This design comes from an exercise in tuning for small area, a short achievable clock period and few clock cycles per item on the open sky130 flow, not from production work. RTL that was checked went through simulation tests only; none was proved equivalent to the original.

==> flow/design.v (excerpt) <==
module sec_sha256 (
    input  wire         clk,
    input  wire         rst,       
    input  wire         start,     
    input  wire         first,     
    input  wire [511:0] block,     
    output wire         ready,
    output wire [255:0] digest     
);
Size: ~1100 flip-flops, ~0.053 mm² of cells after synthesis.
==> flow/config.mk <==
export PLATFORM = sky130hd
export DESIGN_NAME = sec_sha256
export DESIGN_NICKNAME = sec_sha256
export VERILOG_FILES = /design/flow/design.v
export SDC_FILE = /design/flow/constraint.sdc
export NUM_CORES = 4
export LEC_CHECK = 0
export CAP_MARGIN = 20
export CORE_MARGIN = 2
export CORE_UTILIZATION = 40
export CTS_BUF_LIST = sky130_fd_sc_hd__clkbuf_16
export CTS_CLUSTER_DIAMETER = 150
export CTS_CLUSTER_SIZE = 20
export SLEW_MARGIN = 20
==> flow/constraint.sdc <==
create_clock -name core_clock -period 11.0 [get_ports {clk}]
set_input_delay 2.2000 -clock core_clock [delete_from_list [all_inputs] [get_ports {clk}]]
set_output_delay 2.2000 -clock core_clock [all_outputs]
set_load 0.01 [all_outputs]
standard.sh (not shown) runs the stock make flow with config.mk's settings and CLKGATE_MAP_FILE= SYNTH_SCRIPT=/design/flow/synth_recipe.tcl, a recipe that flattens the netlist after the stock synthesis.
==> flow/flow/run.sh <==
#!/bin/bash
# Standard ORFS layout (the standard.sh) with two changes to how it is made:
#  * port buffers use the small sky130_fd_sc_hd__buf_1 instead of the default pick;
#  * timing repair aims for extra setup slack beyond the clock period.
set -euo pipefail
export BUFFER_PORTS_ARGS="-buffer_cell sky130_fd_sc_hd__buf_1"
export SETUP_SLACK_MARGIN=6.8
bash standard.sh > standard_sh.log 2>&1
Testbench counts at the start, summed over its fixed seeds: cycles 25,806, blocks 391.
Then changed:
--- a/flow/flow/run.sh
+++ b/flow/flow/run.sh
@@ -7 +7 @@
-export SETUP_SLACK_MARGIN=6.8
+export SETUP_SLACK_MARGIN=6.5
The new run completed without violations; cell area drops by 2.5%; routed wire length drops by 3.3%; hold slack is better by 0.0032 ns; global-route usage drops by 1.3 points; via count drops by 1.8%; die area is unchanged; critical path depth climbs by 1.
Then changed:
- CORE_UTILIZATION: 40 -> 45
Synthesized cell count is unchanged.
Worst setup slack got worse by 0.052 ns.
Area after synthesis stays the same.

sec_sha256, a different RTL version from the one above (not shown whole).
Size: ~1,100 flip-flops.
==> flow/design.v (excerpt) <==
module sec_sha256 (
    input  wire         clk,
    input  wire         rst,       
    input  wire         start,     
    input  wire         first,     
    input  wire [511:0] block,     
    output wire         ready,
    output wire [255:0] digest     
);
Settings: LEC_CHECK=0, CAP_MARGIN=20, CORE_MARGIN=2, CORE_UTILIZATION=40, CTS_BUF_LIST=sky130_fd_sc_hd__clkbuf_16, CTS_CLUSTER_DIAMETER=150, CTS_CLUSTER_SIZE=20, SLEW_MARGIN=20; clock period 11.0 ns.
==> flow/flow/run.sh <==
#!/bin/bash
# Standard ORFS layout (the standard.sh) with two changes to how it is made:
#  * port buffers use the small sky130_fd_sc_hd__buf_1 instead of the default pick;
#  * timing repair aims for extra setup slack beyond the clock period.
set -euo pipefail
export BUFFER_PORTS_ARGS="-buffer_cell sky130_fd_sc_hd__buf_1"
export SETUP_SLACK_MARGIN=6.4
bash standard.sh > standard_sh.log 2>&1
Testbench counts at the start, summed over its fixed seeds: cycles 25,806, blocks 391.
==> next run, changes <==
--- a/flow/flow/run.sh
+++ b/flow/flow/run.sh
@@ -6,3 +6,3 @@
 export BUFFER_PORTS_ARGS="-buffer_cell sky130_fd_sc_hd__buf_1"
-export SETUP_SLACK_MARGIN=6.4
+export SETUP_SLACK_MARGIN=6
 bash standard.sh > standard_sh.log 2>&1
CORE_UTILIZATION = 33   (was 40)
Outcome:
- The changed run passed the timing, DRC and antenna checks
- clock skew increases by 0.020 ns
- routed wire length increases by 4.4%
- utilization decreases by 8.9 points
- global-route usage decreases by 4.8 points
- worst setup slack is worse by 0.15 ns
- non-clock buffer count decreases by 84
- cell area decreases by 2.0%
==> next run, changes <==
CORE_UTILIZATION = 55   (was 33)
=> Fmax fell by 0.93%. Worst setup slack gets worse by 0.047 ns. First-iteration DRC count increases by 25%. Routed wire length falls by 13%. Final cell count came out lower by 10%. Critical path depth is lower by 9. Sequential share of layout area increases by 0.87 points.

Another version of the RTL of sec_sha256 (not shown whole).
Size in the first run: about 770 I/O pins.
// sec_sha256
module sec_sha256 (
    input  wire         clk,
    input  wire         rst,       
    input  wire         start,     
    input  wire         first,     
    input  wire [511:0] block,     
    output wire         ready,
    output wire [255:0] digest     
);
export LEC_CHECK = 0
export CAP_MARGIN = 20
export CORE_MARGIN = 2
export CORE_UTILIZATION = 40
export CTS_BUF_LIST = sky130_fd_sc_hd__clkbuf_16
export CTS_CLUSTER_DIAMETER = 150
export CTS_CLUSTER_SIZE = 20
export SLEW_MARGIN = 20
create_clock -name core_clock -period 11.0 [get_ports {clk}]
==> flow/flow/run.sh <==
#!/bin/bash
# Standard ORFS layout (the standard.sh) with two changes to how it is made:
#  * port buffers use the small sky130_fd_sc_hd__buf_1 instead of the default pick;
#  * timing repair aims for extra setup slack beyond the clock period.
set -euo pipefail
export BUFFER_PORTS_ARGS="-buffer_cell sky130_fd_sc_hd__buf_1"
export SETUP_SLACK_MARGIN=6.8
bash standard.sh > standard_sh.log 2>&1
Rerun with:
--- a/flow/flow/run.sh
+++ b/flow/flow/run.sh
@@ -7 +7 @@
-export SETUP_SLACK_MARGIN=6.8
+export SETUP_SLACK_MARGIN=6.5
Utilization is lower by 0.83 points.
Maximum frequency is lower by 1.3%.
Routed wire length barely changes.
Worst setup slack degrades by 0.065 ns.
Clock-buffer cell count does not change.
Register-to-register slack degrades by 0.07 ns.
Global-route usage is higher by 0.19 points.
Die area does not change.
Function was not checked in any run of this note: the RTL went through the layout flow alone.

== alpha ==
RTL: one of the versions met above, not the one the previous note started from.
For scale: about 5300 cells after synthesis, roughly 52000 um^2 of cells after synthesis.
Settings: LEC_CHECK=0, CAP_MARGIN=20, CORE_MARGIN=2, CORE_UTILIZATION=40, CTS_BUF_LIST=sky130_fd_sc_hd__clkbuf_16, CTS_CLUSTER_DIAMETER=150, CTS_CLUSTER_SIZE=24, SLEW_MARGIN=20; clock period 11.0 ns.
==> flow/flow/run.sh <==
#!/bin/bash
# Standard ORFS layout (the standard.sh) with two changes to how it is made:
#  * port buffers use the small sky130_fd_sc_hd__buf_1 instead of the default pick;
#  * timing repair aims for extra setup slack beyond the clock period.
set -euo pipefail
export BUFFER_PORTS_ARGS="-buffer_cell sky130_fd_sc_hd__buf_1"
export SETUP_SLACK_MARGIN=6
bash standard.sh > standard_sh.log 2>&1
Testbench counts of alpha, summed over its fixed seeds: cycles 25,806, blocks 391.
Relative to alpha, the following input files were edited for beta:
- a change of CTS_CLUSTER_SIZE from 24 to 20
Results
For number of global-route vias before repair, alpha and beta come out practically identical.
Between beta and alpha, antenna diode count is lower for alpha, beta comes in above that.
Per the comparison of beta with alpha, synthesis-to-finish area growth went up; total area of sequential cells did not really move; minimum clock period went down; final cycle utilization of the critical path went down.
beta vs alpha — design area climbed slightly
Global-route usage delta (alpha -> beta): insignificant
beta ends up with lower fraction of area in registers than alpha does.

job 101:
Another version of the RTL of sec_sha256 (not shown whole).
For scale: ~1100 flip-flops, roughly 770 I/O pins.
clock: 11.0 ns
lec_check: 0
cap_margin: 20
core_margin: 2
core_utilization: 40
cts_buf_list: sky130_fd_sc_hd__clkbuf_8 sky130_fd_sc_hd__clkbuf_16
cts_cluster_diameter: 120
cts_cluster_size: 16
slew_margin: 20
Scripts as last shown in full above: flow/flow/run.sh
Every stage of the flow completed for job 101, and the final layout passed the timing, DRC and antenna checks.
The inputs of job 102 differ from those of job 101 as listed below.
- CTS_CLUSTER_DIAMETER: 120 -> unset
- CTS_BUF_LIST: sky130_fd_sc_hd__clkbuf_8 sky130_fd_sc_hd__clkbuf_16 -> unset
- CTS_CLUSTER_SIZE: 16 -> unset
==> summary.txt <==
- Sequential cell area share: job 102 vs job 101 down 0.94 points
- In job 102 relative to job 101, first-pass GRT wire length had gone up slightly.
- Per the comparison of job 102 with job 101, number of global-route vias before repair moved up, DRC violation count after routing level.
No functional check of the RTL was part of any run of this note.

## the reference run
RTL: one of the versions met above, not the one the previous note started from.
Size in the first run: roughly 0.053 mm^2 of cells after synthesis.
export LEC_CHECK = 0
export CAP_MARGIN = 20
export CORE_MARGIN = 2
export CORE_UTILIZATION = 40
export CTS_BUF_LIST = sky130_fd_sc_hd__clkbuf_16
export CTS_CLUSTER_DIAMETER = 150
export CTS_CLUSTER_SIZE = 20
export SLEW_MARGIN = 20
create_clock -name core_clock -period 11.0 [get_ports {clk}]
Scripts as last shown in full above: flow/flow/run.sh
Testbench counts of the reference run, summed over its fixed seeds: cycles 25,806, blocks 391.
#### Input delta (the trial run over the reference run)
diff --git a/flow/flow/run.sh b/flow/flow/run.sh
--- a/flow/flow/run.sh
+++ b/flow/flow/run.sh
@@ -6,3 +6,3 @@
 export BUFFER_PORTS_ARGS="-buffer_cell sky130_fd_sc_hd__buf_1"
-export SETUP_SLACK_MARGIN=6
+export SETUP_SLACK_MARGIN=6.65
 bash standard.sh > standard_sh.log 2>&1
[summary]
- Compared with the reference run, the trial run degrades worst relative slew slack.
- The trial run has final routed wirelength across all metal layers above what the reference run had.
- The detailed-route wire length on metal 1 on the trial run is in line with that on the reference run.
- For the fraction of layout cells with a size suffix above 1, the trial run came in 5.8 points higher than the reference run did.
- The reference run → the trial run: routed wirelength normalized by instance count closely matched the old numbers, setup slack increased by 0.43 ns relative to the old numbers, initial antenna violation count decreased by 13% relative to the old numbers, compound-gate portion of the synthesized area closely matched the old numbers.
- Cell count: the trial run higher than the reference run

sec_sha256, a different RTL version from the one above (not shown whole).
Size: about 1100 flip-flops, ~770 I/O pins, roughly 52000 µm² of cells after synthesis.
export LEC_CHECK = 0
export CAP_MARGIN = 20
export CORE_MARGIN = 2
export CORE_UTILIZATION = 40
export CTS_BUF_LIST = sky130_fd_sc_hd__clkbuf_16
export CTS_CLUSTER_DIAMETER = 150
export CTS_CLUSTER_SIZE = 20
export SLEW_MARGIN = 20
create_clock -name core_clock -period 11.0 [get_ports {clk}]
==> flow/flow/run.sh <==
#!/bin/bash
# Standard ORFS layout (the standard.sh) with two changes to how it is made:
#  * port buffers use the small sky130_fd_sc_hd__buf_1 instead of the default pick;
#  * timing repair aims for extra setup slack beyond the clock period.
set -euo pipefail
export BUFFER_PORTS_ARGS="-buffer_cell sky130_fd_sc_hd__buf_1"
export SETUP_SLACK_MARGIN=6.3
bash standard.sh > standard_sh.log 2>&1
Next try:
--- a/flow/flow/run.sh
+++ b/flow/flow/run.sh
@@ -7 +7 @@
-export SETUP_SLACK_MARGIN=6.3
+export SETUP_SLACK_MARGIN=6.5
Result:
- area after synthesis is unchanged
- die area is unchanged
- wire length barely changes
- global-route usage drops by 0.29 points
- sequential share of layout area decreases by 0.47 points
- core utilization went up by 0.69 points
No functional check of the RTL was part of any run of this note.

==> what the ideal ports hide <==
No port has a modelled driver above. Below, the same layouts with a new extraction and two added sets of constraints.
Step 1 sets driving cells, clkbuf_16 on the clock port and buf_2 on the other inputs (assumed; they add their load-dependent delay and slew).
Step 2 moves the port delays by t, midway between the first and last clock arrival at a register: inputs arrive t later, outputs are due t later. That takes back most of the time a late clock gives input paths.
a / b / c = no drivers / after step 1 / after step 2; a / b = the first two.
run	shift t [ns]	slack for setup (ns)	hold WS [ns]
the first run of note 1	0.810	6.509 / 6.509 / 5.749	0.438 / 0.438 / 0.438
the second run of note 1	0.803	6.484 / 6.389 / 5.586	0.441 / 0.441 / 0.441
the third run of note 1	0.814	6.433 / 6.381 / 5.567	0.439 / 0.439 / 0.439
the first run of note 2	0.784	6.100 / 6.100 / 6.100	0.444 / 0.444 / 0.444
the second run of note 2	0.793	5.953 / 5.953 / 5.648	0.443 / 0.443 / 0.443
the third run of note 2	0.776	5.906 / 5.906 / 5.906	0.446 / 0.446 / 0.446
the first run of note 3	0.801	6.213 / 6.039 / 5.237	0.451 / 0.451 / 0.451
the second run of note 3	0.781	6.148 / 6.009 / 5.227	0.404 / 0.404 / 0.404
alpha	0.766	6.000 / 6.000 / 5.959	0.451 / 0.451 / 0.451
beta	0.774	6.058 / 6.058 / 5.960	0.444 / 0.444 / 0.444
job 101	0.791	6.035 / 6.035 / 6.035	0.433 / 0.433 / 0.433
job 102	0.836	5.986 / 5.986 / 5.986	0.428 / 0.428 / 0.428
the reference run	0.808	6.030 / 6.030 / 5.422	0.444 / 0.444 / 0.444
the trial run	0.804	6.456 / 6.456 / 5.753	0.422 / 0.422 / 0.422
the first run of note 7	0.792	6.117 / 6.086 / 5.295	0.451 / 0.451 / 0.451
the second run of note 7	0.797	6.101 / 6.101 / 5.396	0.445 / 0.445 / 0.445
After both steps setup and hold are still met in every run listed. The setup slack of the first run of note 3, which loses most, moves by -0.174 ns with the drivers and by -0.976 ns with both steps.
